From an optimization exercise on the open Yosys and OpenROAD flow, aimed at small area and a short achievable clock period; shortcuts taken in it are not production practice.
Where RTL was checked, it was by simulation tests only, not by an equivalence proof against the original.
For run 1, only the layout was checked, not whether the RTL still works.

## flow/design.v (module list and top-level ports; edited modules follow where they fit)
// module lane_fma: 2565 lines
module lane_fma (
    input  wire        clk,
    input  wire        rst,
    input  wire        in_valid,
    input  wire [2:0]  in_op,
    input  wire [1:0]  in_mod,
    input  wire [31:0] in_a,
    input  wire [31:0] in_b,
    input  wire [31:0] in_c,
    output reg         out_valid,
    output reg  [31:0] out_res,
    output reg         out_clamp,
    output reg         out_bad
);
  // ...
==> flow/flow/run.sh <==
#!/bin/bash
# The standard layout (standard.sh, unchanged synthesis), with two
# settings outside config.mk's list: timing repair aims for 5 ns of setup
# slack, and the port buffers are buf_1 cells. make's full output goes to
# standard.log; each ORFS step logs under orfs/logs/.
export SETUP_SLACK_MARGIN=5
export BUFFER_PORTS_ARGS="-buffer_cell sky130_fd_sc_hd__buf_1"
bash standard.sh > standard.log 2>&1
==> flow/standard.sh <==
#!/bin/bash
# synth_recipe.tcl (not shown) runs the flow's synth.tcl, then flattens the netlist and writes it again
# the make line also repeats each setting of config.mk as NAME=value (left out here)
make -C /OpenROAD-flow-scripts/flow DESIGN_CONFIG=/design/flow/config.mk WORK_HOME=/design/flow/orfs CLKGATE_MAP_FILE= SYNTH_SCRIPT=/design/flow/synth_recipe.tcl "${@:-finish}"
==> flow/config.mk <==
export PLATFORM = sky130hd
export DESIGN_NAME = lane_fma
export DESIGN_NICKNAME = lane_fma
export VERILOG_FILES = /design/flow/design.v
export SDC_FILE = /design/flow/constraint.sdc
export NUM_CORES = 4
export LEC_CHECK = 0
export CAP_MARGIN = 20
export CORE_MARGIN = 2
export CORE_UTILIZATION = 65
export CTS_BUF_LIST = sky130_fd_sc_hd__clkbuf_4 sky130_fd_sc_hd__clkbuf_8
export SLEW_MARGIN = 20
==> flow/constraint.sdc <==
create_clock -name core_clock -period 11.0 [get_ports {clk}]
set_input_delay 2.2000 -clock core_clock [delete_from_list [all_inputs] [get_ports {clk}]]
set_output_delay 2.2000 -clock core_clock [all_outputs]
set_load 0.01 [all_outputs]
==> flow_metrics.py, run 1 <==
metrics = {
    "outcome": {
        "run_status": "timing/DRC/antenna clean",
    },
    "setup_path": {
        "crit_path_top_delay_cell": "sky130_fd_sc_hd__buf_4",
        "path_depth": 15,
        "reg2reg_from": "r1_zz",
        "crit_start": "r1_zz",
        "crit_path_end": "r2_q[107]",
        "max_stage_delay_ns": 0.68,
        "path_cells": "nor2_4, buf_4, nor3b_2, inv_4, xnor2_1, fa_1, fa_1, fa_1, fa_1, inv_1, fa_1, inv_1, fa_1, inv_1, fa_1",
    },
    "drt": {
        "wl_per_cell_um": 26.54,
        "vias": 38570,
        "detailroute.wirelength.met3_um": 16920,
        "detail_route.iter0.violations": 4787,
        "avgViaCountPerCell": 6.781,
    },
    "sta": {
        "fin_worst_skew_ns": 0.04228,
        "final_max_slew_viol_count": 0,
        "slew_headroom_pct": 10.99,
        "min_period_over_period_pct": 53.42,
        "layout_min_cycle_time_ns": 5.876,
    },
    "clock_tree": {
        "tritoncts": "built",
        "tritoncts_sink_count": 394,
    },
    "cells_and_area": {
        "nonClockInverterCount": 353,
        "mostFrequentLayoutCell": "sky130_fd_sc_hd__dfxtp_1",
        "fin_cells": 5687,
        "clk_share_pct": 3.482,
        "layout.cell_area.non_filler_um2": 44850,
        "final_core_util_pct": 69.82,
    },
    "die": {
        "floorplan.die_area_um2": 66730,
    },
    "logic_synthesis": {
        "yosysTopAreaCell": "sky130_fd_sc_hd__dfxtp_1",
        "basic_gate_share_of_the_synthesized_area_counting_and_or_nand_and_nor_cells_pct": 14.75,
        "netlist_instances": 4828,
        "synth_xor_xnor_area_share_pct": 10.64,
    },
    "placement": {
        "dpl_worst_slack_ns": 4.603,
        "place.port_buffers": 138,
    },
    "global_routing": {
        "global_route.usage.met1_pct": 54.37,
        "global_route.peak_usage_layer": "met2",
    },
}
==> run 2, diff against run 1 <==
--- a/flow/design.v
+++ b/flow/design.v
@@ -55,10 +55,22 @@
     wire signed [10:0] e76_m = $signed({3'b000, xe}) + $signed({3'b000, in_b[30:23]}) - 11'sd99;
     wire signed [10:0] e76n  = op_add ? e76_a : e76_m;
+    wire [25:0] by0 = {2'b00, 1'b1, yf};
+    wire [12:0] e_neg, e_one, e_two;
+    genvar gi;
+    generate for (gi = 0; gi < 13; gi = gi + 1) begin : benc
+        wire b2 = by0[2*gi+1];
+        wire b1 = by0[2*gi];
+        wire b0 = (gi == 0) ? 1'b0 : by0[(gi == 0) ? 0 : 2*gi-1];
+        assign e_neg[gi] = b2 & ~(b1 & b0);
+        assign e_one[gi] = b1 ^ b0;
+        assign e_two[gi] = (b2 & ~b1 & ~b0) | (~b2 & b1 & b0);
+    end endgenerate
     reg        r1_valid;
     reg [1:0]  r1_mod;
     reg        r1_sp_hit, r1_sp_bad, r1_sp_inf, r1_sp_sgn;
-    reg        r1_psign, r1_esub, r1_pz, r1_zz;
+    reg        r1_psign, r1_esub, r1_pz, r1_zz, r1_far;
     reg [23:0] r1_mx;
     reg [22:0] r1_yf;
+    reg [12:0] r1_bneg, r1_bone, r1_btwo;
     reg [23:0] r1_mz;
     reg signed [10:0] r1_shn;
@@ -77,6 +89,10 @@
         r1_pz      <= p_zero;
         r1_zz      <= z_zero;
+        r1_far     <= !z_zero && (p_zero || sh_n[10]);
         r1_mx      <= p_zero ? 24'd0 : {1'b1, xf};
         r1_yf      <= yf;
+        r1_bneg    <= e_neg;
+        r1_bone    <= e_one;
+        r1_btwo    <= e_two;
         r1_mz      <= z_zero ? 24'd0 : {1'b1, zf};
         r1_shn     <= sh_n;
@@ -84,5 +100,5 @@
         r1_ze      <= ze;
     end
-    wire        far      = !r1_zz && (r1_pz || r1_shn[10]);
+    wire        far      = r1_far;
     wire        fsticky  = far && !r1_pz;
     wire [6:0]  r1_shamt = far ? 7'd0 : (r1_shn > 11'sd76) ? 7'd76 : r1_shn[6:0];
@@ -90,14 +106,7 @@
     wire [23:0] bx = r1_mx;
     wire [25:0] by = {2'b00, 1'b1, r1_yf};       
-    wire [12:0] bneg, bone, btwo;
-    genvar gi;
-    generate for (gi = 0; gi < 13; gi = gi + 1) begin : benc
-        wire b2 = by[2*gi+1];
-        wire b1 = by[2*gi];
-        wire b0 = (gi == 0) ? 1'b0 : by[(gi == 0) ? 0 : 2*gi-1];
-        assign bneg[gi] = b2 & ~(b1 & b0) & ~far;
-        assign bone[gi] = (b1 ^ b0) & ~far;
-        assign btwo[gi] = ((b2 & ~b1 & ~b0) | (~b2 & b1 & b0)) & ~far;
-    end endgenerate
+    wire [12:0] bneg = r1_bneg & {13{~far}};
+    wire [12:0] bone = r1_bone & {13{~far}};
+    wire [12:0] btwo = r1_btwo & {13{~far}};
     wire [24:0] bx1 = {1'b0, bx};
     wire [24:0] bx2 = {bx, 1'b0};
@@ -149,6 +158,6 @@
     assign fs[10] = pp3[1] ^ fc[6] ^ fs[9];
     assign fc[10] = (pp3[1] & fc[6]) | (fs[9] & (pp3[1] ^ fc[6]));
-    assign fs[11] = fc[7] ^ fs[10] ^ arow[9];
-    assign fc[11] = (fc[7] & fs[10]) | (arow[9] & (fc[7] ^ fs[10]));
+    assign fs[11] = fc[7] ^ fs[10] ^ fc[8];
+    assign fc[11] = (fc[7] & fs[10]) | (fc[8] & (fc[7] ^ fs[10]));
     assign fs[12] = bneg[4] ^ pp0[8] ^ pp1[6];
     assign fc[12] = (bneg[4] & pp0[8]) | (pp1[6] & (bneg[4] ^ pp0[8]));
@@ -305,6 +314,6 @@
     assign fs[88] = fc[78] ^ fs[86] ^ fs[87];
     assign fc[88] = (fc[78] & fs[86]) | (fs[87] & (fc[78] ^ fs[86]));
-    assign fs[89] = fc[79] ^ arow[21] ^ fs[88];
-    assign fc[89] = (fc[79] & arow[21]) | (fs[88] & (fc[79] ^ arow[21]));
+    assign fs[89] = fc[79] ^ fs[88] ^ arow[21];
+    assign fc[89] = (fc[79] & fs[88]) | (arow[21] & (fc[79] ^ fs[88]));
     assign fs[90] = bneg[10] ^ pp0[20] ^ pp1[18];
     assign fc[90] = (bneg[10] & pp0[20]) | (pp1[18] & (bneg[10] ^ pp0[20]));
@@ -325,6 +334,6 @@
     assign fs[98] = fs[96] ^ fc[87] ^ fs[97];
     assign fc[98] = (fs[96] & fc[87]) | (fs[97] & (fs[96] ^ fc[87]));
-    assign fs[99] = arow[22] ^ fc[88] ^ fs[98];
-    assign fc[99] = (arow[22] & fc[88]) | (fs[98] & (arow[22] ^ fc[88]));
+    assign fs[99] = fc[88] ^ arow[22] ^ fs[98];
+    assign fc[99] = (fc[88] & arow[22]) | (fs[98] & (fc[88] ^ arow[22]));
     assign fs[100] = pp0[21] ^ pp1[19] ^ pp2[17];
     assign fc[100] = (pp0[21] & pp1[19]) | (pp2[17] & (pp0[21] ^ pp1[19]));
@@ -345,6 +354,6 @@
     assign fs[108] = fs[106] ^ fc[97] ^ fs[107];
     assign fc[108] = (fs[106] & fc[97]) | (fs[107] & (fs[106] ^ fc[97]));
-    assign fs[109] = arow[23] ^ fc[98] ^ fs[108];
-    assign fc[109] = (arow[23] & fc[98]) | (fs[108] & (arow[23] ^ fc[98]));
+    assign fs[109] = fc[98] ^ arow[23] ^ fs[108];
+    assign fc[109] = (fc[98] & arow[23]) | (fs[108] & (fc[98] ^ arow[23]));
     assign fs[110] = bneg[11] ^ pp0[22] ^ pp1[20];
     assign fc[110] = (bneg[11] & pp0[22]) | (pp1[20] & (bneg[11] ^ pp0[22]));
@@ -367,6 +376,6 @@
     assign fs[119] = fs[117] ^ fc[107] ^ fs[118];
     assign fc[119] = (fs[117] & fc[107]) | (fs[118] & (fs[117] ^ fc[107]));
-    assign fs[120] = arow[24] ^ fc[108] ^ fs[119];
-    assign fc[120] = (arow[24] & fc[108]) | (fs[119] & (arow[24] ^ fc[108]));
+    assign fs[120] = fc[108] ^ arow[24] ^ fs[119];
+    assign fc[120] = (fc[108] & arow[24]) | (fs[119] & (fc[108] ^ arow[24]));
     assign fs[121] = pp0[23] ^ pp1[21] ^ pp2[19];
     assign fc[121] = (pp0[23] & pp1[21]) | (pp2[19] & (pp0[23] ^ pp1[21]));
@@ -389,6 +398,6 @@
     assign fs[130] = fs[128] ^ fc[118] ^ fs[129];
     assign fc[130] = (fs[128] & fc[118]) | (fs[129] & (fs[128] ^ fc[118]));
-    assign fs[131] = arow[25] ^ fc[119] ^ fs[130];
-    assign fc[131] = (arow[25] & fc[119]) | (fs[130] & (arow[25] ^ fc[119]));
+    assign fs[131] = fc[119] ^ arow[25] ^ fs[130];
+    assign fc[131] = (fc[119] & arow[25]) | (fs[130] & (fc[119] ^ arow[25]));
     assign fs[132] = pp0[24] ^ pp1[22] ^ pp2[20];
     assign fc[132] = (pp0[24] & pp1[22]) | (pp2[20] & (pp0[24] ^ pp1[22]));
@@ -411,8 +420,8 @@
     assign fs[141] = fc[128] ^ fs[139] ^ fc[129];
     assign fc[141] = (fc[128] & fs[139]) | (fc[129] & (fc[128] ^ fs[139]));
-    assign fs[142] = fs[140] ^ arow[26] ^ fc[130];
-    assign fc[142] = (fs[140] & arow[26]) | (fc[130] & (fs[140] ^ arow[26]));
-    assign fs[143] = fs[141] ^ fc[131] ^ fs[142];
-    assign fc[143] = (fs[141] & fc[131]) | (fs[142] & (fs[141] ^ fc[131]));
+    assign fs[142] = fs[140] ^ fc[130] ^ fs[141];
+    assign fc[142] = (fs[140] & fc[130]) | (fs[141] & (fs[140] ^ fc[130]));
+    assign fs[143] = arow[26] ^ fc[131] ^ fs[142];
+    assign fc[143] = (arow[26] & fc[131]) | (fs[142] & (arow[26] ^ fc[131]));
     assign hs[0] = ~(~bneg[0] ^ pp1[23]);
     assign hc[0] = ~bneg[0] | pp1[23];
@@ -437,6 +446,6 @@
     assign fs[153] = fs[151] ^ fc[140] ^ fs[152];
     assign fc[153] = (fs[151] & fc[140]) | (fs[152] & (fs[151] ^ fc[140]));
-    assign fs[154] = arow[27] ^ fc[141] ^ fs[153];
-    assign fc[154] = (arow[27] & fc[141]) | (fs[153] & (arow[27] ^ fc[141]));
+    assign fs[154] = fc[141] ^ arow[27] ^ fs[153];
+    assign fc[154] = (fc[141] & arow[27]) | (fs[153] & (fc[141] ^ arow[27]));
     assign hs[1] = ~(pp1[24] ^ pp2[22]);
     assign hc[1] = pp1[24] | pp2[22];
@@ -461,6 +470,6 @@
     assign fs[164] = fs[162] ^ fc[152] ^ fs[163];
     assign fc[164] = (fs[162] & fc[152]) | (fs[163] & (fs[162] ^ fc[152]));
-    assign fs[165] = arow[28] ^ fc[153] ^ fs[164];
-    assign fc[165] = (arow[28] & fc[153]) | (fs[164] & (arow[28] ^ fc[153]));
+    assign fs[165] = fc[153] ^ arow[28] ^ fs[164];
+    assign fc[165] = (fc[153] & arow[28]) | (fs[164] & (fc[153] ^ arow[28]));
     assign fs[166] = ~bneg[1] ^ pp2[23] ^ pp3[21];
     assign fc[166] = (~bneg[1] & pp2[23]) | (pp3[21] & (~bneg[1] ^ pp2[23]));
@@ -483,8 +492,8 @@
     assign fs[175] = fc[162] ^ fs[173] ^ fc[163];
     assign fc[175] = (fc[162] & fs[173]) | (fc[163] & (fc[162] ^ fs[173]));
-    assign fs[176] = fs[174] ^ arow[29] ^ fc[164];
-    assign fc[176] = (fs[174] & arow[29]) | (fc[164] & (fs[174] ^ arow[29]));
-    assign fs[177] = fs[175] ^ fc[165] ^ fs[176];
-    assign fc[177] = (fs[175] & fc[165]) | (fs[176] & (fs[175] ^ fc[165]));
+    assign fs[176] = fs[174] ^ fc[164] ^ fs[175];
+    assign fc[176] = (fs[174] & fc[164]) | (fs[175] & (fs[174] ^ fc[164]));
+    assign fs[177] = arow[29] ^ fc[165] ^ fs[176];
+    assign fc[177] = (arow[29] & fc[165]) | (fs[176] & (arow[29] ^ fc[165]));
     assign hs[2] = ~(pp2[24] ^ pp3[22]);
     assign hc[2] = pp2[24] | pp3[22];
@@ -507,6 +516,6 @@
     assign fs[186] = fs[184] ^ fc[174] ^ fs[185];
     assign fc[186] = (fs[184] & fc[174]) | (fs[185] & (fs[184] ^ fc[174]));
-    assign fs[187] = arow[30] ^ fc[175] ^ fs[186];
-    assign fc[187] = (arow[30] & fc[175]) | (fs[186] & (arow[30] ^ fc[175]));
+    assign fs[187] = fc[175] ^ arow[30] ^ fs[186];
+    assign fc[187] = (fc[175] & arow[30]) | (fs[186] & (fc[175] ^ arow[30]));
     assign fs[188] = ~bneg[2] ^ pp3[23] ^ pp4[21];
     assign fc[188] = (~bneg[2] & pp3[23]) | (pp4[21] & (~bneg[2] ^ pp3[23]));
@@ -527,8 +536,8 @@
     assign fs[196] = fc[184] ^ fs[194] ^ fc[185];
     assign fc[196] = (fc[184] & fs[194]) | (fc[185] & (fc[184] ^ fs[194]));
-    assign fs[197] = fs[195] ^ arow[31] ^ fc[186];
-    assign fc[197] = (fs[195] & arow[31]) | (fc[186] & (fs[195] ^ arow[31]));
-    assign fs[198] = fs[196] ^ fc[187] ^ fs[197];
-    assign fc[198] = (fs[196] & fc[187]) | (fs[197] & (fs[196] ^ fc[187]));
+    assign fs[197] = fs[195] ^ fc[186] ^ fs[196];
+    assign fc[197] = (fs[195] & fc[186]) | (fs[196] & (fs[195] ^ fc[186]));
+    assign fs[198] = arow[31] ^ fc[187] ^ fs[197];
+    assign fc[198] = (arow[31] & fc[187]) | (fs[197] & (arow[31] ^ fc[187]));
     assign hs[3] = ~(pp3[24] ^ pp4[22]);
     assign hc[3] = pp3[24] | pp4[22];
@@ -549,6 +558,6 @@
     assign fs[206] = fs[204] ^ fc[195] ^ fs[205];
     assign fc[206] = (fs[204] & fc[195]) | (fs[205] & (fs[204] ^ fc[195]));
-    assign fs[207] = arow[32] ^ fc[196] ^ fs[206];
-    assign fc[207] = (arow[32] & fc[196]) | (fs[206] & (arow[32] ^ fc[196]));
+    assign fs[207] = fc[196] ^ arow[32] ^ fs[206];
+    assign fc[207] = (fc[196] & arow[32]) | (fs[206] & (fc[196] ^ arow[32]));
     assign fs[208] = ~bneg[3] ^ pp4[23] ^ pp5[21];
     assign fc[208] = (~bneg[3] & pp4[23]) | (pp5[21] & (~bneg[3] ^ pp4[23]));
@@ -567,8 +576,8 @@
     assign fs[215] = fc[204] ^ fs[213] ^ fs[214];
     assign fc[215] = (fc[204] & fs[213]) | (fs[214] & (fc[204] ^ fs[213]));
-    assign fs[216] = fc[205] ^ arow[33] ^ fs[215];
-    assign fc[216] = (fc[205] & arow[33]) | (fs[215] & (fc[205] ^ arow[33]));
-    assign fs[217] = fc[206] ^ fs[216] ^ fc[207];
-    assign fc[217] = (fc[206] & fs[216]) | (fc[207] & (fc[206] ^ fs[216]));
+    assign fs[216] = fc[205] ^ fs[215] ^ fc[206];
+    assign fc[216] = (fc[205] & fs[215]) | (fc[206] & (fc[205] ^ fs[215]));
+    assign fs[217] = arow[33] ^ fc[207] ^ fs[216];
+    assign fc[217] = (arow[33] & fc[207]) | (fs[216] & (arow[33] ^ fc[207]));
     assign hs[4] = ~(pp4[24] ^ pp5[22]);
     assign hc[4] = pp4[24] | pp5[22];
@@ -587,6 +596,6 @@
     assign fs[224] = fs[222] ^ fc[214] ^ fs[223];
     assign fc[224] = (fs[222] & fc[214]) | (fs[223] & (fs[222] ^ fc[214]));
-    assign fs[225] = fc[215] ^ arow[34] ^ fs[224];
-    assign fc[225] = (fc[215] & arow[34]) | (fs[224] & (fc[215] ^ arow[34]));
+    assign fs[225] = fc[215] ^ fs[224] ^ arow[34];
+    assign fc[225] = (fc[215] & fs[224]) | (arow[34] & (fc[215] ^ fs[224]));
     assign fs[226] = ~bneg[4] ^ pp5[23] ^ pp6[21];
     assign fc[226] = (~bneg[4] & pp5[23]) | (pp6[21] & (~bneg[4] ^ pp5[23]));
@@ -603,8 +612,8 @@
     assign fs[232] = fs[230] ^ fc[222] ^ fs[231];
     assign fc[232] = (fs[230] & fc[222]) | (fs[231] & (fs[230] ^ fc[222]));
-    assign fs[233] = fc[223] ^ fs[232] ^ arow[35];
-    assign fc[233] = (fc[223] & fs[232]) | (arow[35] & (fc[223] ^ fs[232]));
-    assign fs[234] = fc[224] ^ fs[233] ^ fc[225];
-    assign fc[234] = (fc[224] & fs[233]) | (fc[225] & (fc[224] ^ fs[233]));
+    assign fs[233] = fc[223] ^ fs[232] ^ fc[224];
+    assign fc[233] = (fc[223] & fs[232]) | (fc[224] & (fc[223] ^ fs[232]));
+    assign fs[234] = arow[35] ^ fs[233] ^ fc[225];
+    assign fc[234] = (arow[35] & fs[233]) | (fc[225] & (arow[35] ^ fs[233]));
     assign hs[5] = ~(pp5[24] ^ pp6[22]);
     assign hc[5] = pp5[24] | pp6[22];
@@ -651,6 +660,6 @@
     assign fs[254] = fs[252] ^ fc[246] ^ fs[253];
     assign fc[254] = (fs[252] & fc[246]) | (fs[253] & (fs[252] ^ fc[246]));
-    assign fs[255] = fc[247] ^ fs[254] ^ arow[38];
-    assign fc[255] = (fc[247] & fs[254]) | (arow[38] & (fc[247] ^ fs[254]));
+    assign fs[255] = fc[247] ^ fs[254] ^ fc[248];
+    assign fc[255] = (fc[247] & fs[254]) | (fc[248] & (fc[247] ^ fs[254]));
     assign fs[256] = ~bneg[6] ^ pp7[23] ^ pp8[21];
     assign fc[256] = (~bneg[6] & pp7[23]) | (pp8[21] & (~bneg[6] ^ pp7[23]));
@@ -677,6 +686,6 @@
     assign fs[266] = fs[264] ^ fc[259] ^ fs[265];
     assign fc[266] = (fs[264] & fc[259]) | (fs[265] & (fs[264] ^ fc[259]));
-    assign fs[267] = fc[260] ^ fs[266] ^ arow[40];
-    assign fc[267] = (fc[260] & fs[266]) | (arow[40] & (fc[260] ^ fs[266]));
+    assign fs[267] = fc[260] ^ fs[266] ^ fc[261];
+    assign fc[267] = (fc[260] & fs[266]) | (fc[261] & (fc[260] ^ fs[266]));
     assign fs[268] = ~bneg[7] ^ pp8[23] ^ pp9[21];
     assign fc[268] = (~bneg[7] & pp8[23]) | (pp9[21] & (~bneg[7] ^ pp8[23]));
@@ -689,6 +698,6 @@
     assign fs[272] = fc[265] ^ fs[271] ^ fc[266];
     assign fc[272] = (fc[265] & fs[271]) | (fc[266] & (fc[265] ^ fs[271]));
-    assign fs[273] = arow[41] ^ fs[272] ^ fc[267];
-    assign fc[273] = (arow[41] & fs[272]) | (fc[267] & (arow[41] ^ fs[272]));
+    assign fs[273] = fs[272] ^ arow[41] ^ fc[267];
+    assign fc[273] = (fs[272] & arow[41]) | (fc[267] & (fs[272] ^ arow[41]));
     assign hs[8] = ~(pp8[24] ^ pp9[22]);
     assign hc[8] = pp8[24] | pp9[22];
@@ -699,6 +708,6 @@
     assign fs[276] = fs[274] ^ fc[270] ^ fs[275];
     assign fc[276] = (fs[274] & fc[270]) | (fs[275] & (fs[274] ^ fc[270]));
-    assign fs[277] = fc[271] ^ fs[276] ^ arow[42];
-    assign fc[277] = (fc[271] & fs[276]) | (arow[42] & (fc[271] ^ fs[276]));
+    assign fs[277] = fc[271] ^ fs[276] ^ fc[272];
+    assign fc[277] = (fc[271] & fs[276]) | (fc[272] & (fc[271] ^ fs[276]));
     assign fs[278] = ~bneg[8] ^ pp9[23] ^ pp10[21];
     assign fc[278] = (~bneg[8] & pp9[23]) | (pp10[21] & (~bneg[8] ^ pp9[23]));
@@ -725,6 +734,6 @@
     assign fs[288] = fc[283] ^ fs[287] ^ fc[284];
     assign fc[288] = (fc[283] & fs[287]) | (fc[284] & (fc[283] ^ fs[287]));
-    assign fs[289] = fs[288] ^ arow[45] ^ fc[285];
-    assign fc[289] = (fs[288] & arow[45]) | (fc[285] & (fs[288] ^ arow[45]));
+    assign fs[289] = fs[288] ^ fc[285] ^ arow[45];
+    assign fc[289] = (fs[288] & fc[285]) | (arow[45] & (fs[288] ^ fc[285]));
     assign hs[10] = ~(pp10[24] ^ pp11[22]);
     assign hc[10] = pp10[24] | pp11[22];
@@ -737,6 +746,6 @@
     assign fs[293] = hc[10] ^ fs[292] ^ fc[290];
     assign fc[293] = (hc[10] & fs[292]) | (fc[290] & (hc[10] ^ fs[292]));
-    assign fs[294] = fs[293] ^ arow[47] ^ fc[291];
-    assign fc[294] = (fs[293] & arow[47]) | (fc[291] & (fs[293] ^ arow[47]));
+    assign fs[294] = fs[293] ^ fc[291] ^ arow[47];
+    assign fc[294] = (fs[293] & fc[291]) | (arow[47] & (fs[293] ^ fc[291]));
     assign hs[11] = ~(pp11[24] ^ pp12[22]);
     assign hc[11] = pp11[24] | pp12[22];
@@ -762,8 +771,8 @@
     assign xs2[5] = xc2[4] ^ fs[5];
     assign xc2[5] = xc2[4] & fs[5];
-    assign xs2[6] = xc2[5] ^ arow[8];
-    assign xc2[6] = xc2[5] & arow[8];
-    assign xs2[7] = fc[8] ^ xc2[6];
-    assign xc2[7] = fc[8] & xc2[6];
+    assign xs2[6] = xc2[5] ^ fs[8];
+    assign xc2[6] = xc2[5] & fs[8];
+    assign xs2[7] = arow[9] ^ xc2[6];
+    assign xc2[7] = arow[9] & xc2[6];
     assign xs2[8] = fc[11] ^ xc2[7];
     assign xc2[8] = fc[11] & xc2[7];
@@ -810,14 +819,14 @@
     assign xs2[29] = fc[233] ^ fs[241];
     assign xc2[29] = fc[233] & fs[241];
-    assign xs2[30] = fc[248] ^ fs[255];
-    assign xc2[30] = fc[248] & fs[255];
-    assign xs2[31] = fc[261] ^ fs[267];
-    assign xc2[31] = fc[261] & fs[267];
-    assign xs2[32] = fc[272] ^ fs[277];
-    assign xc2[32] = fc[272] & fs[277];
-    assign xs2[33] = arow[44] ^ fs[285];
-    assign xc2[33] = arow[44] & fs[285];
-    assign xs2[34] = arow[46] ^ fs[291];
-    assign xc2[34] = arow[46] & fs[291];
+    assign xs2[30] = arow[38] ^ fs[255];
+    assign xc2[30] = arow[38] & fs[255];
+    assign xs2[31] = arow[40] ^ fs[267];
+    assign xc2[31] = arow[40] & fs[267];
+    assign xs2[32] = arow[42] ^ fs[277];
+    assign xc2[32] = arow[42] & fs[277];
+    assign xs2[33] = fs[285] ^ arow[44];
+    assign xc2[33] = fs[285] & arow[44];
+    assign xs2[34] = fs[291] ^ arow[46];
+    assign xc2[34] = fs[291] & arow[46];
     assign xs2[35] = fs[295] ^ arow[48];
     assign xc2[35] = fs[295] & arow[48];
@@ -847,5 +856,5 @@
         r2_q[6] <= arow[6];
         r2_q[7] <= arow[7];
-        r2_q[8] <= fs[8];
+        r2_q[8] <= arow[8];
         r2_q[9] <= fs[11];
         r2_q[10] <= fs[15];
@@ -2233,23 +2242,56 @@
     wire [76:0] mag  = !r2_esub ? st[76:0] : sneg ? ~st[76:0] : su[76:0];
     wire [127:0] lzv = {mag, 51'd0};
-    wire lz_z0 = ~lzv[127] & ~lzv[126];
-    wire lz_z1 = ~lzv[125] & ~lzv[124];
+    wire [31:0] lzg;
+    assign lzg[0] = |lzv[3:0];
+    assign lzg[1] = |lzv[7:4];
+    assign lzg[2] = |lzv[11:8];
+    assign lzg[3] = |lzv[15:12];
+    assign lzg[4] = |lzv[19:16];
+    assign lzg[5] = |lzv[23:20];
+    assign lzg[6] = |lzv[27:24];
+    assign lzg[7] = |lzv[31:28];
+    assign lzg[8] = |lzv[35:32];
+    assign lzg[9] = |lzv[39:36];
+    assign lzg[10] = |lzv[43:40];
+    assign lzg[11] = |lzv[47:44];
+    assign lzg[12] = |lzv[51:48];
+    assign lzg[13] = |lzv[55:52];
+    assign lzg[14] = |lzv[59:56];
+    assign lzg[15] = |lzv[63:60];
+    assign lzg[16] = |lzv[67:64];
+    assign lzg[17] = |lzv[71:68];
+    assign lzg[18] = |lzv[75:72];
+    assign lzg[19] = |lzv[79:76];
+    assign lzg[20] = |lzv[83:80];
+    assign lzg[21] = |lzv[87:84];
+    assign lzg[22] = |lzv[91:88];
+    assign lzg[23] = |lzv[95:92];
+    assign lzg[24] = |lzv[99:96];
+    assign lzg[25] = |lzv[103:100];
+    assign lzg[26] = |lzv[107:104];
+    assign lzg[27] = |lzv[111:108];
+    assign lzg[28] = |lzv[115:112];
+    assign lzg[29] = |lzv[119:116];
+    assign lzg[30] = |lzv[123:120];
+    assign lzg[31] = |lzv[127:124];
+    wire lz_z0 = ~lzg[31] & ~lzg[30];
+    wire lz_z1 = ~lzg[29] & ~lzg[28];
     wire lz_z2 = lz_z0 & lz_z1;
-    wire lz_c2_0 = lz_z0 ? ~lzv[125] : ~lzv[127];
-    wire lz_z3 = ~lzv[123] & ~lzv[122];
-    wire lz_z4 = ~lzv[121] & ~lzv[120];
+    wire lz_c2_0 = lz_z0 ? ~lzg[29] : ~lzg[31];
+    wire lz_z3 = ~lzg[27] & ~lzg[26];
+    wire lz_z4 = ~lzg[25] & ~lzg[24];
     wire lz_z5 = lz_z3 & lz_z4;
-    wire lz_c5_0 = lz_z3 ? ~lzv[121] : ~lzv[123];
+    wire lz_c5_0 = lz_z3 ? ~lzg[25] : ~lzg[27];
     wire lz_z6 = lz_z2 & lz_z5;
     wire lz_c6_0 = lz_z2 ? lz_z3 : lz_z0;
     wire lz_c6_1 = lz_z2 ? lz_c5_0 : lz_c2_0;
-    wire lz_z7 = ~lzv[119] & ~lzv[118];
-    wire lz_z8 = ~lzv[117] & ~lzv[116];
+    wire lz_z7 = ~lzg[23] & ~lzg[22];
+    wire lz_z8 = ~lzg[21] & ~lzg[20];
     wire lz_z9 = lz_z7 & lz_z8;
-    wire lz_c9_0 = lz_z7 ? ~lzv[117] : ~lzv[119];
-    wire lz_z10 = ~lzv[115] & ~lzv[114];
-    wire lz_z11 = ~lzv[113] & ~lzv[112];
+    wire lz_c9_0 = lz_z7 ? ~lzg[21] : ~lzg[23];
+    wire lz_z10 = ~lzg[19] & ~lzg[18];
+    wire lz_z11 = ~lzg[17] & ~lzg[16];
     wire lz_z12 = lz_z10 & lz_z11;
-    wire lz_c12_0 = lz_z10 ? ~lzv[113] : ~lzv[115];
+    wire lz_c12_0 = lz_z10 ? ~lzg[17] : ~lzg[19];
     wire lz_z13 = lz_z9 & lz_z12;
     wire lz_c13_0 = lz_z9 ? lz_z10 : lz_z7;
@@ -2259,23 +2301,23 @@
     wire lz_c14_1 = lz_z6 ? lz_c13_0 : lz_c6_0;
     wire lz_c14_2 = lz_z6 ? lz_c13_1 : lz_c6_1;
-    wire lz_z15 = ~lzv[111] & ~lzv[110];
-    wire lz_z16 = ~lzv[109] & ~lzv[108];
+    wire lz_z15 = ~lzg[15] & ~lzg[14];
+    wire lz_z16 = ~lzg[13] & ~lzg[12];
     wire lz_z17 = lz_z15 & lz_z16;
-    wire lz_c17_0 = lz_z15 ? ~lzv[109] : ~lzv[111];
-    wire lz_z18 = ~lzv[107] & ~lzv[106];
-    wire lz_z19 = ~lzv[105] & ~lzv[104];
+    wire lz_c17_0 = lz_z15 ? ~lzg[13] : ~lzg[15];
+    wire lz_z18 = ~lzg[11] & ~lzg[10];
+    wire lz_z19 = ~lzg[9] & ~lzg[8];
     wire lz_z20 = lz_z18 & lz_z19;
-    wire lz_c20_0 = lz_z18 ? ~lzv[105] : ~lzv[107];
+    wire lz_c20_0 = lz_z18 ? ~lzg[9] : ~lzg[11];
     wire lz_z21 = lz_z17 & lz_z20;
     wire lz_c21_0 = lz_z17 ? lz_z18 : lz_z15;
     wire lz_c21_1 = lz_z17 ? lz_c20_0 : lz_c17_0;
-    wire lz_z22 = ~lzv[103] & ~lzv[102];
-    wire lz_z23 = ~lzv[101] & ~lzv[100];
+    wire lz_z22 = ~lzg[7] & ~lzg[6];
+    wire lz_z23 = ~lzg[5] & ~lzg[4];
     wire lz_z24 = lz_z22 & lz_z23;
-    wire lz_c24_0 = lz_z22 ? ~lzv[101] : ~lzv[103];
-    wire lz_z25 = ~lzv[99] & ~lzv[98];
-    wire lz_z26 = ~lzv[97] & ~lzv[96];
+    wire lz_c24_0 = lz_z22 ? ~lzg[5] : ~lzg[7];
+    wire lz_z25 = ~lzg[3] & ~lzg[2];
+    wire lz_z26 = ~lzg[1] & ~lzg[0];
     wire lz_z27 = lz_z25 & lz_z26;
-    wire lz_c27_0 = lz_z25 ? ~lzv[97] : ~lzv[99];
+    wire lz_c27_0 = lz_z25 ? ~lzg[1] : ~lzg[3];
     wire lz_z28 = lz_z24 & lz_z27;
     wire lz_c28_0 = lz_z24 ? lz_z25 : lz_z22;
@@ -2290,196 +2332,7 @@
     wire lz_c30_2 = lz_z14 ? lz_c29_1 : lz_c14_1;
     wire lz_c30_3 = lz_z14 ? lz_c29_2 : lz_c14_2;
-    wire lz_z31 = ~lzv[95] & ~lzv[94];
-    wire lz_z32 = ~lzv[93] & ~lzv[92];
-    wire lz_z33 = lz_z31 & lz_z32;
-    wire lz_c33_0 = lz_z31 ? ~lzv[93] : ~lzv[95];
-    wire lz_z34 = ~lzv[91] & ~lzv[90];
-    wire lz_z35 = ~lzv[89] & ~lzv[88];
-    wire lz_z36 = lz_z34 & lz_z35;
-    wire lz_c36_0 = lz_z34 ? ~lzv[89] : ~lzv[91];
-    wire lz_z37 = lz_z33 & lz_z36;
-    wire lz_c37_0 = lz_z33 ? lz_z34 : lz_z31;
-    wire lz_c37_1 = lz_z33 ? lz_c36_0 : lz_c33_0;
-    wire lz_z38 = ~lzv[87] & ~lzv[86];
-    wire lz_z39 = ~lzv[85] & ~lzv[84];
-    wire lz_z40 = lz_z38 & lz_z39;
-    wire lz_c40_0 = lz_z38 ? ~lzv[85] : ~lzv[87];
-    wire lz_z41 = ~lzv[83] & ~lzv[82];
-    wire lz_z42 = ~lzv[81] & ~lzv[80];
-    wire lz_z43 = lz_z41 & lz_z42;
-    wire lz_c43_0 = lz_z41 ? ~lzv[81] : ~lzv[83];
-    wire lz_z44 = lz_z40 & lz_z43;
-    wire lz_c44_0 = lz_z40 ? lz_z41 : lz_z38;
-    wire lz_c44_1 = lz_z40 ? lz_c43_0 : lz_c40_0;
-    wire lz_z45 = lz_z37 & lz_z44;
-    wire lz_c45_0 = lz_z37 ? lz_z40 : lz_z33;
-    wire lz_c45_1 = lz_z37 ? lz_c44_0 : lz_c37_0;
-    wire lz_c45_2 = lz_z37 ? lz_c44_1 : lz_c37_1;
-    wire lz_z46 = ~lzv[79] & ~lzv[78];
-    wire lz_z47 = ~lzv[77] & ~lzv[76];
-    wire lz_z48 = lz_z46 & lz_z47;
-    wire lz_c48_0 = lz_z46 ? ~lzv[77] : ~lzv[79];
-    wire lz_z49 = ~lzv[75] & ~lzv[74];
-    wire lz_z50 = ~lzv[73] & ~lzv[72];
-    wire lz_z51 = lz_z49 & lz_z50;
-    wire lz_c51_0 = lz_z49 ? ~lzv[73] : ~lzv[75];
-    wire lz_z52 = lz_z48 & lz_z51;
-    wire lz_c52_0 = lz_z48 ? lz_z49 : lz_z46;
-    wire lz_c52_1 = lz_z48 ? lz_c51_0 : lz_c48_0;
-    wire lz_z53 = ~lzv[71] & ~lzv[70];
-    wire lz_z54 = ~lzv[69] & ~lzv[68];
-    wire lz_z55 = lz_z53 & lz_z54;
-    wire lz_c55_0 = lz_z53 ? ~lzv[69] : ~lzv[71];
-    wire lz_z56 = ~lzv[67] & ~lzv[66];
-    wire lz_z57 = ~lzv[65] & ~lzv[64];
-    wire lz_z58 = lz_z56 & lz_z57;
-    wire lz_c58_0 = lz_z56 ? ~lzv[65] : ~lzv[67];
-    wire lz_z59 = lz_z55 & lz_z58;
-    wire lz_c59_0 = lz_z55 ? lz_z56 : lz_z53;
-    wire lz_c59_1 = lz_z55 ? lz_c58_0 : lz_c55_0;
-    wire lz_z60 = lz_z52 & lz_z59;
-    wire lz_c60_0 = lz_z52 ? lz_z55 : lz_z48;
-    wire lz_c60_1 = lz_z52 ? lz_c59_0 : lz_c52_0;
-    wire lz_c60_2 = lz_z52 ? lz_c59_1 : lz_c52_1;
-    wire lz_z61 = lz_z45 & lz_z60;
-    wire lz_c61_0 = lz_z45 ? lz_z52 : lz_z37;
-    wire lz_c61_1 = lz_z45 ? lz_c60_0 : lz_c45_0;
-    wire lz_c61_2 = lz_z45 ? lz_c60_1 : lz_c45_1;
-    wire lz_c61_3 = lz_z45 ? lz_c60_2 : lz_c45_2;
-    wire lz_z62 = lz_z30 & lz_z61;
-    wire lz_c62_0 = lz_z30 ? lz_z45 : lz_z14;
-    wire lz_c62_1 = lz_z30 ? lz_c61_0 : lz_c30_0;
-    wire lz_c62_2 = lz_z30 ? lz_c61_1 : lz_c30_1;
-    wire lz_c62_3 = lz_z30 ? lz_c61_2 : lz_c30_2;
-    wire lz_c62_4 = lz_z30 ? lz_c61_3 : lz_c30_3;
-    wire lz_z63 = ~lzv[63] & ~lzv[62];
-    wire lz_z64 = ~lzv[61] & ~lzv[60];
-    wire lz_z65 = lz_z63 & lz_z64;
-    wire lz_c65_0 = lz_z63 ? ~lzv[61] : ~lzv[63];
-    wire lz_z66 = ~lzv[59] & ~lzv[58];
-    wire lz_z67 = ~lzv[57] & ~lzv[56];
-    wire lz_z68 = lz_z66 & lz_z67;
-    wire lz_c68_0 = lz_z66 ? ~lzv[57] : ~lzv[59];
-    wire lz_z69 = lz_z65 & lz_z68;
-    wire lz_c69_0 = lz_z65 ? lz_z66 : lz_z63;
-    wire lz_c69_1 = lz_z65 ? lz_c68_0 : lz_c65_0;
-    wire lz_z70 = ~lzv[55] & ~lzv[54];
-    wire lz_z71 = ~lzv[53] & ~lzv[52];
-    wire lz_z72 = lz_z70 & lz_z71;
-    wire lz_c72_0 = lz_z70 ? ~lzv[53] : ~lzv[55];
-    wire lz_z73 = ~lzv[51] & ~lzv[50];
-    wire lz_z74 = ~lzv[49] & ~lzv[48];
-    wire lz_z75 = lz_z73 & lz_z74;
-    wire lz_c75_0 = lz_z73 ? ~lzv[49] : ~lzv[51];
-    wire lz_z76 = lz_z72 & lz_z75;
-    wire lz_c76_0 = lz_z72 ? lz_z73 : lz_z70;
-    wire lz_c76_1 = lz_z72 ? lz_c75_0 : lz_c72_0;
-    wire lz_z77 = lz_z69 & lz_z76;
-    wire lz_c77_0 = lz_z69 ? lz_z72 : lz_z65;
-    wire lz_c77_1 = lz_z69 ? lz_c76_0 : lz_c69_0;
-    wire lz_c77_2 = lz_z69 ? lz_c76_1 : lz_c69_1;
-    wire lz_z78 = ~lzv[47] & ~lzv[46];
-    wire lz_z79 = ~lzv[45] & ~lzv[44];
-    wire lz_z80 = lz_z78 & lz_z79;
-    wire lz_c80_0 = lz_z78 ? ~lzv[45] : ~lzv[47];
-    wire lz_z81 = ~lzv[43] & ~lzv[42];
-    wire lz_z82 = ~lzv[41] & ~lzv[40];
-    wire lz_z83 = lz_z81 & lz_z82;
-    wire lz_c83_0 = lz_z81 ? ~lzv[41] : ~lzv[43];
-    wire lz_z84 = lz_z80 & lz_z83;
-    wire lz_c84_0 = lz_z80 ? lz_z81 : lz_z78;
-    wire lz_c84_1 = lz_z80 ? lz_c83_0 : lz_c80_0;
-    wire lz_z85 = ~lzv[39] & ~lzv[38];
-    wire lz_z86 = ~lzv[37] & ~lzv[36];
-    wire lz_z87 = lz_z85 & lz_z86;
-    wire lz_c87_0 = lz_z85 ? ~lzv[37] : ~lzv[39];
-    wire lz_z88 = ~lzv[35] & ~lzv[34];
-    wire lz_z89 = ~lzv[33] & ~lzv[32];
-    wire lz_z90 = lz_z88 & lz_z89;
-    wire lz_c90_0 = lz_z88 ? ~lzv[33] : ~lzv[35];
-    wire lz_z91 = lz_z87 & lz_z90;
-    wire lz_c91_0 = lz_z87 ? lz_z88 : lz_z85;
-    wire lz_c91_1 = lz_z87 ? lz_c90_0 : lz_c87_0;
-    wire lz_z92 = lz_z84 & lz_z91;
-    wire lz_c92_0 = lz_z84 ? lz_z87 : lz_z80;
-    wire lz_c92_1 = lz_z84 ? lz_c91_0 : lz_c84_0;
-    wire lz_c92_2 = lz_z84 ? lz_c91_1 : lz_c84_1;
-    wire lz_z93 = lz_z77 & lz_z92;
-    wire lz_c93_0 = lz_z77 ? lz_z84 : lz_z69;
-    wire lz_c93_1 = lz_z77 ? lz_c92_0 : lz_c77_0;
-    wire lz_c93_2 = lz_z77 ? lz_c92_1 : lz_c77_1;
-    wire lz_c93_3 = lz_z77 ? lz_c92_2 : lz_c77_2;
-    wire lz_z94 = ~lzv[31] & ~lzv[30];
-    wire lz_z95 = ~lzv[29] & ~lzv[28];
-    wire lz_z96 = lz_z94 & lz_z95;
-    wire lz_c96_0 = lz_z94 ? ~lzv[29] : ~lzv[31];
-    wire lz_z97 = ~lzv[27] & ~lzv[26];
-    wire lz_z98 = ~lzv[25] & ~lzv[24];
-    wire lz_z99 = lz_z97 & lz_z98;
-    wire lz_c99_0 = lz_z97 ? ~lzv[25] : ~lzv[27];
-    wire lz_z100 = lz_z96 & lz_z99;
-    wire lz_c100_0 = lz_z96 ? lz_z97 : lz_z94;
-    wire lz_c100_1 = lz_z96 ? lz_c99_0 : lz_c96_0;
-    wire lz_z101 = ~lzv[23] & ~lzv[22];
-    wire lz_z102 = ~lzv[21] & ~lzv[20];
-    wire lz_z103 = lz_z101 & lz_z102;
-    wire lz_c103_0 = lz_z101 ? ~lzv[21] : ~lzv[23];
-    wire lz_z104 = ~lzv[19] & ~lzv[18];
-    wire lz_z105 = ~lzv[17] & ~lzv[16];
-    wire lz_z106 = lz_z104 & lz_z105;
-    wire lz_c106_0 = lz_z104 ? ~lzv[17] : ~lzv[19];
-    wire lz_z107 = lz_z103 & lz_z106;
-    wire lz_c107_0 = lz_z103 ? lz_z104 : lz_z101;
-    wire lz_c107_1 = lz_z103 ? lz_c106_0 : lz_c103_0;
-    wire lz_z108 = lz_z100 & lz_z107;
-    wire lz_c108_0 = lz_z100 ? lz_z103 : lz_z96;
-    wire lz_c108_1 = lz_z100 ? lz_c107_0 : lz_c100_0;
-    wire lz_c108_2 = lz_z100 ? lz_c107_1 : lz_c100_1;
-    wire lz_z109 = ~lzv[15] & ~lzv[14];
-    wire lz_z110 = ~lzv[13] & ~lzv[12];
-    wire lz_z111 = lz_z109 & lz_z110;
-    wire lz_c111_0 = lz_z109 ? ~lzv[13] : ~lzv[15];
-    wire lz_z112 = ~lzv[11] & ~lzv[10];
-    wire lz_z113 = ~lzv[9] & ~lzv[8];
-    wire lz_z114 = lz_z112 & lz_z113;
-    wire lz_c114_0 = lz_z112 ? ~lzv[9] : ~lzv[11];
-    wire lz_z115 = lz_z111 & lz_z114;
-    wire lz_c115_0 = lz_z111 ? lz_z112 : lz_z109;
-    wire lz_c115_1 = lz_z111 ? lz_c114_0 : lz_c111_0;
-    wire lz_z116 = ~lzv[7] & ~lzv[6];
-    wire lz_z117 = ~lzv[5] & ~lzv[4];
-    wire lz_z118 = lz_z116 & lz_z117;
-    wire lz_c118_0 = lz_z116 ? ~lzv[5] : ~lzv[7];
-    wire lz_z119 = ~lzv[3] & ~lzv[2];
-    wire lz_z120 = ~lzv[1] & ~lzv[0];
-    wire lz_z121 = lz_z119 & lz_z120;
-    wire lz_c121_0 = lz_z119 ? ~lzv[1] : ~lzv[3];
-    wire lz_z122 = lz_z118 & lz_z121;
-    wire lz_c122_0 = lz_z118 ? lz_z119 : lz_z116;
-    wire lz_c122_1 = lz_z118 ? lz_c121_0 : lz_c118_0;
-    wire lz_z123 = lz_z115 & lz_z122;
-    wire lz_c123_0 = lz_z115 ? lz_z118 : lz_z111;
-    wire lz_c123_1 = lz_z115 ? lz_c122_0 : lz_c115_0;
-    wire lz_c123_2 = lz_z115 ? lz_c122_1 : lz_c115_1;
-    wire lz_z124 = lz_z108 & lz_z123;
-    wire lz_c124_0 = lz_z108 ? lz_z115 : lz_z100;
-    wire lz_c124_1 = lz_z108 ? lz_c123_0 : lz_c108_0;
-    wire lz_c124_2 = lz_z108 ? lz_c123_1 : lz_c108_1;
-    wire lz_c124_3 = lz_z108 ? lz_c123_2 : lz_c108_2;
-    wire lz_z125 = lz_z93 & lz_z124;
-    wire lz_c125_0 = lz_z93 ? lz_z108 : lz_z77;
-    wire lz_c125_1 = lz_z93 ? lz_c124_0 : lz_c93_0;
-    wire lz_c125_2 = lz_z93 ? lz_c124_1 : lz_c93_1;
-    wire lz_c125_3 = lz_z93 ? lz_c124_2 : lz_c93_2;
-    wire lz_c125_4 = lz_z93 ? lz_c124_3 : lz_c93_3;
-    wire lz_z126 = lz_z62 & lz_z125;
-    wire lz_c126_0 = lz_z62 ? lz_z93 : lz_z30;
-    wire lz_c126_1 = lz_z62 ? lz_c125_0 : lz_c62_0;
-    wire lz_c126_2 = lz_z62 ? lz_c125_1 : lz_c62_1;
-    wire lz_c126_3 = lz_z62 ? lz_c125_2 : lz_c62_2;
-    wire lz_c126_4 = lz_z62 ? lz_c125_3 : lz_c62_3;
-    wire lz_c126_5 = lz_z62 ? lz_c125_4 : lz_c62_4;
-    wire       lzero = lz_z126;
-    wire [6:0] lzc = {lz_z62, lz_c126_0, lz_c126_1, lz_c126_2, lz_c126_3, lz_c126_4, lz_c126_5};
+    wire       lzero = lz_z30;
+    wire [4:0] lzc = {lz_z14, lz_c30_0, lz_c30_1, lz_c30_2, lz_c30_3};
+    wire [76:0] mag_ps = mag << {lz_z14, lz_c30_0, 5'd0};
     reg        r3_valid;
     reg [1:0]  r3_mod;
@@ -2487,5 +2340,5 @@
     reg        r3_sign, r3_zero;
     reg [76:0] r3_mag;
-    reg [6:0]  r3_lz;
+    reg [4:0]  r3_lz;
     reg signed [10:0] r3_e76;
     always @(posedge clk) begin
@@ -2499,29 +2352,50 @@
         r3_sign   <= r2_psign ^ sneg;
         r3_zero   <= lzero;
-        r3_mag    <= mag;
+        r3_mag    <= mag_ps;
         r3_lz     <= lzc;
         r3_e76    <= r2_e76;
     end
-    wire [76:0] norm = r3_mag << r3_lz;
+    wire [76:0] nrm4 = r3_mag << {r3_lz[2:0], 2'b00};
+    wire [1:0]  f    = nrm4[76] ? 2'd0 : nrm4[75] ? 2'd1 : nrm4[74] ? 2'd2 : 2'd3;
+    wire [76:0] norm = nrm4 << f;
     wire [23:0] mant = norm[76:53];
     wire        rbit = norm[52];
-    reg         sticky;
+    reg         stc;
     integer     k;
     always @(*) begin
-        sticky = 1'b0;
-        for (k = 0; k < 52; k = k + 1)
-            if ({1'b0, r3_lz} < 8'd52 - k[7:0]) sticky = sticky | r3_mag[k];
+        stc = 1'b0;
+        for (k = 0; k < 49; k = k + 1)
+            if ({1'b0, r3_lz[2:0], 2'b00} < 8'd49 - k[7:0]) stc = stc | r3_mag[k];
     end
-    wire signed [10:0] epre = r3_e76 - $signed({4'b0000, r3_lz});
+    wire sticky = stc | (nrm4[51] && f <= 2'd0) | (nrm4[50] && f <= 2'd1) | (nrm4[49] && f <= 2'd2);
+    wire signed [10:0] ec   = r3_e76 - $signed({4'b0000, r3_lz, 2'b00});
+    wire signed [10:0] epre = ec - $signed({9'd0, f});
     wire        rup  = rbit && (sticky || mant[0]);
     wire        mall = &mant;
     wire        mcy  = mall && rup;                  
     wire [22:0] frac = mant[22:0] + {22'd0, rup};    
-    wire [7:0]  eout = epre[7:0] + {7'd0, mcy};
     wire        fnz  = (|mant[22:0]) || rup;         
-    wire e_lt1 = epre < 11'sd1;
-    wire e_eq0 = epre == 11'sd0;
-    wire e_ovf = (epre > 11'sd254) || ((epre == 11'sd254) && mcy);
-    wire e_gt1 = (epre > 11'sd127) || ((epre == 11'sd127) && (mcy || fnz));
+    reg [7:0] eo_c, eo1_c;
+    reg lt1_c, eq0_c, g254_c, e254_c, g127_c, e127_c;
+    integer q;
+    reg signed [10:0] ek;
+    always @(*) begin
+        eo_c = 8'd0; eo1_c = 8'd0; lt1_c = 1'b0; eq0_c = 1'b0;
+        g254_c = 1'b0; e254_c = 1'b0; g127_c = 1'b0; e127_c = 1'b0;
+        for (q = 0; q < 4; q = q + 1) begin
+            ek = ec - q;
+            if (f == q) begin
+                eo_c = ek[7:0]; eo1_c = ek[7:0] + 8'd1;
+                lt1_c = ek < 11'sd1; eq0_c = ek == 11'sd0;
+                g254_c = ek > 11'sd254; e254_c = ek == 11'sd254;
+                g127_c = ek > 11'sd127; e127_c = ek == 11'sd127;
+            end
+        end
+    end
+    wire [7:0] eout = mcy ? eo1_c : eo_c;
+    wire e_lt1 = lt1_c;
+    wire e_eq0 = eq0_c;
+    wire e_ovf = g254_c || (e254_c && mcy);
+    wire e_gt1 = g127_c || (e127_c && (mcy || fnz));
     wire uf     = !r3_zero && e_lt1;                 
     wire minn   = uf && e_eq0 && mall;               
--- a/flow/config.mk
+++ b/flow/config.mk
@@ -8,5 +8,4 @@
 export CAP_MARGIN = 20
 export CORE_MARGIN = 2
-export CORE_UTILIZATION = 65
-export CTS_BUF_LIST = sky130_fd_sc_hd__clkbuf_4 sky130_fd_sc_hd__clkbuf_8
+export CORE_UTILIZATION = 60
 export SLEW_MARGIN = 20
==> run 2 against run 1 <==
Routed wire length fell by 0.70%. Clock skew decreased by 0.0055 ns. First-iteration DRC count is 4.1% lower. Design area grew 0.24%. Cell count grew 4.8%. Sequential share of layout area up 0.44 points. Worst setup slack better by 0.0010 ns. Critical path type unchanged. Critical endpoint is now r3_lz[1].
==> flow_metrics.py, run 2 <==
metrics = {
    "placement": {
        "place.detailed.hpwl_um": 112400,
        "gp_congestion": 1.032,
        "placement.cell_area_um2": 43100,
        "place.port_buffers": 138,
    },
    "drt": {
        "drc": 0,
        "vias": 39170,
        "wl_per_cell_um": 25.16,
        "detail_route.iter0.violations": 4591,
        "first_pass_iters": 8,
        "post_drt_antenna_nets": 0,
        "detail_route.wirelength_um": 149900,
        "avgViaCountPerCell": 6.574,
    },
    "cells_and_area": {
        "layout_common_cells": "sky130_fd_sc_hd__nand2_1 (575), sky130_fd_sc_hd__dfxtp_1 (399), sky130_fd_sc_hd__xnor2_1 (395)",
        "final_core_util_pct": 64.42,
        "reg_top3": "r2_q x127, r3_mag x77, out_res x32",
        "synthToLayoutAreaGrowth_pct": 6.795,
        "top_register": "r2_q",
        "final_layout_size_suffix_gt1_share_pct": 7.139,
        "largest_register_ffs": 127,
        "nNetsFinal": 5582,
        "mostFrequentLayoutCell": "sky130_fd_sc_hd__nand2_1",
        "layout.cell_area.non_filler_um2": 44950,
    },
    "sta": {
        "slew_headroom_pct": 22.48,
        "final_max_slew_viol_count": 0,
        "fin_worst_skew_ns": 0.03683,
        "timing.fmax_ghz": 0.1702,
        "report.final.hold_viol_count": 0,
        "finalHoldWorstSlack_ns": 0.3173,
        "min_period_over_period_pct": 53.41,
        "layout_min_cycle_time_ns": 5.875,
        "unrepaired_setup_endpoints_after_global_routing": "true",
        "worst_pin_slew_ns": 1.154,
        "setup_viol": 0,
        "final.setup.tns_ns": 0,
    },
    "setup_path": {
        "r2r_slack_ns": 5.12,
        "path_cells": "ha_1, fa_1, a21o_1, a221o_1, a221oi_4, buf_4, or2_1, nand3_1, o21ai_2, o211ai_2, xor2_1, and4bb_1, nand4_1, or4_4, nor3_2, a221oi_1",
        "critical_setup_path_class": "flip-flop to flip-flop",
        "cp_max_fo": 15,
        "timing.critical_path.to_type": "flip-flop",
        "reg2reg_from": "r2_q[2]",
        "r2r_end": "r3_lz[1]",
        "crit_path_top_delay_cell": "sky130_fd_sc_hd__or4_4",
        "data_arrival_critical_path_ns": 6.36,
        "max_stage_delay_ns": 0.73,
        "worst_ep_required_time_ns": 11.48,
        "timing.reg2reg.worst_path_depth": 16,
        "worst_setup_path_start_kind": "flip-flop",
    },
    "die": {
        "die-height_um": 268.9,
        "io-pin-count": 139,
        "floorplan.die_area_um2": 72290,
        "starting_density_of_the_core_pct": 60.32,
        "rows": 97,
        "core_area_um2": 69790,
        "die_width_um": 268.9,
    },
    "logic_synthesis": {
        "netlist_top_cells_count": "sky130_fd_sc_hd__nand2_1 (575), sky130_fd_sc_hd__dfxtp_1 (405), sky130_fd_sc_hd__xnor2_1 (397), sky130_fd_sc_hd__nor2_1 (356), sky130_fd_sc_hd__a22oi_1 (338)",
        "async_flop_share_pct": 0,
        "synth_largest_type_area_fraction_pct": 19.26,
        "synth.most_common_cell": "sky130_fd_sc_hd__nand2_1",
        "synthesis.nets": 5648,
        "cell_area_after_synthesis_um2": 42090,
        "synth_cell_types": 115,
        "ys_ff_latch": 405,
        "ys_seq_area_share_pct": 19.26,
        "synth_top_flop_cell": "sky130_fd_sc_hd__dfxtp_1",
        "yosysTopAreaCell": "sky130_fd_sc_hd__dfxtp_1",
        "netlist_instances": 5042,
        "synth_enable_flop_cells": 0,
        "synthesis.yosys.warnings": 1,
        "ys_top_cells_by_area": "sky130_fd_sc_hd__dfxtp_1 (19%), sky130_fd_sc_hd__fa_1 (15%), sky130_fd_sc_hd__xnor2_1 (8.3%), sky130_fd_sc_hd__a22oi_1 (6.0%), sky130_fd_sc_hd__ha_1 (5.8%)",
        "synth_area_per_cell_um2": 8.348,
    },
    "global_routing": {
        "vias_in_the_first_global_route": 37180,
        "grt.overflow.total": 0,
        "grt_antenna_before_repair": 5,
        "grt_use_total_pct": 41.16,
        "grt_use_met3_pct": 10.66,
        "grt_use_met2_pct": 62.34,
        "global_route.peak_usage_layer": "met2",
        "grt_start_max_net_pins": 168,
        "global_route.usage.met1_pct": 53.94,
        "grt_first_pass_wirelength_um": 226600,
    },
    "clock_tree": {
        "tritoncts.num_buffers": 47,
        "tritoncts_sink_count": 405,
        "clk_latency_ns": 0.63,
        "tritoncts": "built",
        "cts.path.max_buffers": 3,
        "cts_htree_levels": 2,
        "path_clk_slew_ns": 0.07,
        "holdBufCountCts": 0,
        "clk_root_buffer_cell": "sky130_fd_sc_hd__clkbuf_16",
    },
    "outcome": {
        "run_status": "timing/DRC/antenna clean",
    },
    "hold_path": {
        "holdCritPathClass": "flip-flop to flip-flop",
        "hold-path-cell-count": 0,
        "min-delay-start": "r1_mod[0]",
        "whs_endpoint": "r2_mod[0]",
    },
    "flow_run": {
        "timing.max_cap.violations": 0,
    },
}
## run 2: changes by cell type after synthesis, sizes merged, moves of 30 or more
cell / before / now
nand2: 331 / 576
and2: 102 / 55
mux4: 98 / 46
inv: 351 / 321
o21ai: 174 / 217
xor2: 276 / 146
a22oi: 301 / 339
xnor2: 235 / 398
## run 2: layer usage
layer | share of wire (%) | routed length (µm)
met5 | 0.018 | 27
met4 | 5.9 | 8886
met3 | 11 | 16930
met2 | 44 | 65260
met1 | 39 | 58790
## run 2: logic make-up after synthesis
logic type               share of synthesized area (%)
XOR/XNOR                                         11.39
adder cells (fa/ha/maj)                          20.44
AND/OR/NAND/NOR                                  16.73
AO/OA/AOI/OAI                                    18.96
multiplexers                                     6.688
buffers and inverters                            6.539
flip-flops                                       19.26
## run 2: timing repair
item | in CTS | in global routing
pin swaps | 2 | 3
endpoints found under the setup margin | 114 | 114
resized for setup | 13 | 13
buffers inserted | 3 | 8
## run 2: worst max-delay path by stage
stage,startpoint,endpoint,slack (ns)
floorplan,r3_lz[1],out_res[7],5.63
global placement,r2_q[2],r3_mag[51],4.33
detailed placement,r2_q[2],r3_mag[51],4.28
CTS,r2_q[21],r3_mag[44],5.00
global route,r3_lz[1],out_res[24],4.99
finish,r2_q[2],r3_lz[1],5.12
## run 2: area by class of cell
class,count,area [µm²]
inverters,322,1216
multi-input cells,3947,31380
clock inverters,23,307.8
repair buffers,253,1413
fillers,6224,24830
clock buffers,65,1334
well taps,940,1176
diodes,3,7.507
flip-flops and latches,405,8120
## run 2: critical path, delay by kind of cell, from the launching register on
family	cells	cell delay, ns
compound gates	6	1.89
flops	1	0.32
buf+inv	1	0.27
xor+xnor	1	0.57
fa+ha+maj	2	0.62
simple gates	6	2.05
## run 2: per-stage QoR
| step | std cells | worst slack, ns |
|---|---|---|
| 5_1_grt | 5957 | 4.988 |
| 3_3_place_gp | 5856 | 4.331 |
| 3_5_place_dp | 5856 | 4.281 |
| 4_1_cts | 5947 | 5.000 |
| 2_1_floorplan | 5042 | 5.629 |
| 6_report | 5958 | 5.125 |
==> run 3, diff against run 2 <==
==> flow/flow/run.sh (replaced) <==
#!/bin/bash
# The standard layout (standard.sh, unchanged synthesis), with two
# settings outside config.mk's list: timing repair aims for 7 ns of setup
# slack, and the port buffers are buf_1 cells. make's full output goes to
# standard.log; each ORFS step logs under orfs/logs/.
export SETUP_SLACK_MARGIN=7
export BUFFER_PORTS_ARGS="-buffer_cell sky130_fd_sc_hd__buf_1"
bash standard.sh > standard.log 2>&1
==> run 3 against run 2 <==
Clock-buffer cell count decreased by 8. Routed wire length is 25% higher. Worst setup slack better by 0.70 ns. Global-route usage increased by 6.7 points. Hold slack gained 0.0043 ns. Synthesized area unchanged. Register-to-register slack gained 0.70 ns. Cell count is 8.2% higher. Sequential share of layout area shrank 3.7 points. Critical path type unchanged. Largest cell class unchanged.
==> flow_metrics.py, run 3 <==
metrics = {
    "drt": {
        "post_drt_antenna_nets": 0,
        "first_pass_iters": 10,
        "wl_per_cell_um": 28.96,
        "drc": 0,
        "detail_route.wirelength_um": 186700,
        "vias": 45110,
    },
    "cells_and_area": {
        "top_register": "r2_q",
        "final_core_util_pct": 81.27,
        "final_layout_size_suffix_gt1_share_pct": 32.02,
        "layout_common_cells": "sky130_fd_sc_hd__nand2_1 (483), sky130_fd_sc_hd__dfxtp_1 (387), sky130_fd_sc_hd__xnor2_1 (343)",
        "reg_top3": "r2_q x127, r3_mag x77, out_res x32",
        "synthToLayoutAreaGrowth_pct": 34.74,
        "largest_register_ffs": 127,
    },
    "logic_synthesis": {
        "yosysTopAreaCell": "sky130_fd_sc_hd__dfxtp_1",
        "synth_cell_types": 115,
        "synthesis.nets": 5648,
        "synth_top_family_by_area": "adder cells",
        "ys_top_cells_by_area": "sky130_fd_sc_hd__dfxtp_1 (19%), sky130_fd_sc_hd__fa_1 (15%), sky130_fd_sc_hd__xnor2_1 (8.3%), sky130_fd_sc_hd__a22oi_1 (6.0%), sky130_fd_sc_hd__ha_1 (5.8%)",
        "cell_area_after_synthesis_um2": 42090,
        "synth_largest_type_area_fraction_pct": 19.26,
        "synthesis.yosys.warnings": 1,
        "netlist_top_cells_count": "sky130_fd_sc_hd__nand2_1 (575), sky130_fd_sc_hd__dfxtp_1 (405), sky130_fd_sc_hd__xnor2_1 (397), sky130_fd_sc_hd__nor2_1 (356), sky130_fd_sc_hd__a22oi_1 (338)",
        "ys_ff_latch": 405,
        "synth_xor_xnor_area_share_pct": 11.39,
        "post_synth_mux_area_share_pct": 6.688,
    },
    "die": {
        "die-height_um": 268.9,
        "floorplan.die_area_um2": 72290,
        "die_width_um": 268.9,
        "starting_density_of_the_core_pct": 60.32,
        "rows": 97,
    },
    "outcome": {
        "run_status": "timing/DRC/antenna clean",
    },
    "setup_path": {
        "worst_setup_path_start_kind": "flip-flop",
        "reg2reg_from": "r2_q[2]",
        "critical_setup_path_class": "flip-flop to flip-flop",
        "r2r_slack_ns": 5.82,
        "worst_ep_required_time_ns": 11.49,
        "timing.critical_path.to_type": "flip-flop",
        "r2r_end": "r3_mag[35]",
    },
    "global_routing": {
        "vias_in_the_first_global_route": 42830,
        "grt_first_pass_wirelength_um": 260800,
    },
    "placement": {
        "gp_congestion": 1.038,
        "dpl_worst_slack_ns": 4.328,
        "place.port_buffers": 138,
        "place.detailed.hpwl_um": 112500,
    },
    "sta": {
        "layout_setup_ws_ns": 5.821,
        "worst_pin_slew_ns": 1.160,
        "slew_headroom_pct": 21.65,
        "timing.fmax_ghz": 0.1931,
        "final_max_slew_viol_count": 0,
        "final.setup.tns_ns": 0,
        "report.final.hold_viol_count": 0,
        "fin_worst_skew_ns": 0.04503,
        "layout_min_cycle_time_ns": 5.179,
    },
    "clock_tree": {
        "tritoncts": "built",
        "clk_latency_ns": 0.64,
        "path_clk_slew_ns": 0.07,
        "clk_root_buffer_cell": "sky130_fd_sc_hd__clkbuf_16",
        "cts.path.max_buffers": 3,
        "tritoncts_sink_count": 405,
        "tritoncts.num_buffers": 46,
        "cts_htree_levels": 2,
    },
    "hold_path": {
        "whs_endpoint": "r3_e76[2]",
        "hold-path-cell-count": 0,
        "min-delay-start": "r2_e76[2]",
    },
}
run 3: cell count changes in the layout (fill, tap and decap cells not counted), moves of 61 or more:
cell / delta
sky130_fd_sc_hd__buf_4: +228
sky130_fd_sc_hd__fa_1: -140
sky130_fd_sc_hd__fa_2: +140
sky130_fd_sc_hd__nand2_1: -92
sky130_fd_sc_hd__buf_6: +83
sky130_fd_sc_hd__buf_12: +77
sky130_fd_sc_hd__mux2i_1: -69
sky130_fd_sc_hd__a22oi_1: -67
sky130_fd_sc_hd__a22oi_2: +67
sky130_fd_sc_hd__inv_1: -67
sky130_fd_sc_hd__a21oi_1: -65
sky130_fd_sc_hd__nor2_1: -65
sky130_fd_sc_hd__ha_1: -62
sky130_fd_sc_hd__inv_2: +61
run 3: timing repair:
item / 4_1_cts / 5_1_grt
gates cloned: 59 / 8
pin swaps: 254 / 221
hold buffers: 0 / 0
setup buffers: 316 / 120
hold endpoints to repair: 0 / 0
gates resized for setup: 960 / 454
setup endpoints to repair: 220 / 208
run 3: metal layers:
| metal | track usage (%) | part of all wire [%] | vias up | wire, µm |
|---|---|---|---|---|
| met4 | 32.93 | 9.2 | 16 | 17100 |
| met1 | 56.78 | 34 | 21270 | 62950 |
| met3 | 19.61 | 15 | 1365 | 28410 |
| met5 | 1.081 | 0.12 | - | 227 |
| li1 | - | - | 18480 | - |
| met2 | 70.58 | 42 | 3974 | 77980 |
run 3: layout make-up:
class                           count  area [µm²]
Antenna cell                        6       15.01
Clock buffer                       57        1294
Clock inverter                     25       315.3
Fill cell                        4194       13070
Inverter                          322        1246
Multi-Input combinational cell   3964       37050
Sequential cell                   405        8160
Tap cell                          940        1176
Timing Repair Buffer              719        7332
Timing Repair inverter              7       122.6
run 3: how the worst max path moves through the flow:
stage | from | to | slack (ns) | depth (start not counted)
6_report | r2_q[2] | r3_mag[35] | 5.82 | 16
5_1_grt | r2_q[2] | r3_mag[35] | 5.67 | 16
4_1_cts | r2_q[2] | r3_mag[68] | 6.21 | 17
3_5_place_dp | r2_q[2] | r3_mag[39] | 4.33 | 16
3_3_place_gp | r2_q[78] | r3_mag[39] | 4.45 | 16
2_1_floorplan | in_a[23] | r1_far | 6.08 | 19
run 3: critical path: stages (launching register included):
cell                       delay, ns
sky130_fd_sc_hd__dfxtp_2        0.34
sky130_fd_sc_hd__ha_4           0.16
sky130_fd_sc_hd__fa_2           0.34
sky130_fd_sc_hd__a21o_1         0.20
sky130_fd_sc_hd__a221o_2        0.39
sky130_fd_sc_hd__a221oi_4       0.24
sky130_fd_sc_hd__buf_6          0.20
sky130_fd_sc_hd__or2_1          0.23
sky130_fd_sc_hd__nand3_2        0.27
sky130_fd_sc_hd__o21ai_1        0.42
sky130_fd_sc_hd__a41oi_1        0.59
sky130_fd_sc_hd__nor2_1         0.41
sky130_fd_sc_hd__nand4_1        0.25
sky130_fd_sc_hd__buf_4          0.24
sky130_fd_sc_hd__or4_4          0.55
sky130_fd_sc_hd__nand4_1        0.11
sky130_fd_sc_hd__o21ai_1        0.12
run 3: kinds of logic (layout without fill, tap and decap cells):
group / count (synthesis) / count (layout)
adder cells (fa/ha/maj): 503 / 503
multiplexers: 221 / 221
AO/OA/AOI/OAI: 1183 / 1188
AND/OR/NAND/NOR: 1495 / 1507
XOR/XNOR: 545 / 545
buffers and inverters: 690 / 1130
flip-flops: 405 / 405
other: 0 / 6
run 3: per-stage QoR:
step / std cells / cell area (µm²) / hold WS (ns)
detailed placement: 5854 / 43920 / 0.3121
CTS: 6311 / 53630 / 0.3238
global route: 6441 / 56700 / 0.3263
finish: 6445 / 56710 / 0.3216
global placement: 5854 / 43920 / 0.3103
floorplan: 5042 / 43940 / 0.3096

[static timing again, ports no longer ideal]
The flow's constraints put no driver on any port. The routed layouts listed below were extracted and timed again, unchanged, in two steps. Step 1 assumes that a clkbuf_16 drives the clock port and a buf_2 every other input. Step 2, shift: input delay + t, output delay - t, t = (earliest + latest rising clock arrival at the registers) / 2. This alone moves slack from input paths to output paths. a / b / c = ideal ports / drivers / drivers and shift; a / b = the first two.
run | t, ns | slack for setup (ns) | latest minus earliest clock arrival (ns)
run 1 | 0.753 | 5.124 / 5.124 / 5.124 | 0.047 / 0.046
run 2 | 0.680 | 5.125 / 5.125 / 5.125 | 0.038 / 0.038
run 3 | 0.690 | 5.821 / 5.821 / 5.687 | 0.045 / 0.045
After both steps every run listed still meets setup and hold. For run 3, which loses most, drivers alone change the setup slack by 0.000 ns; drivers and shift together by -0.134 ns.
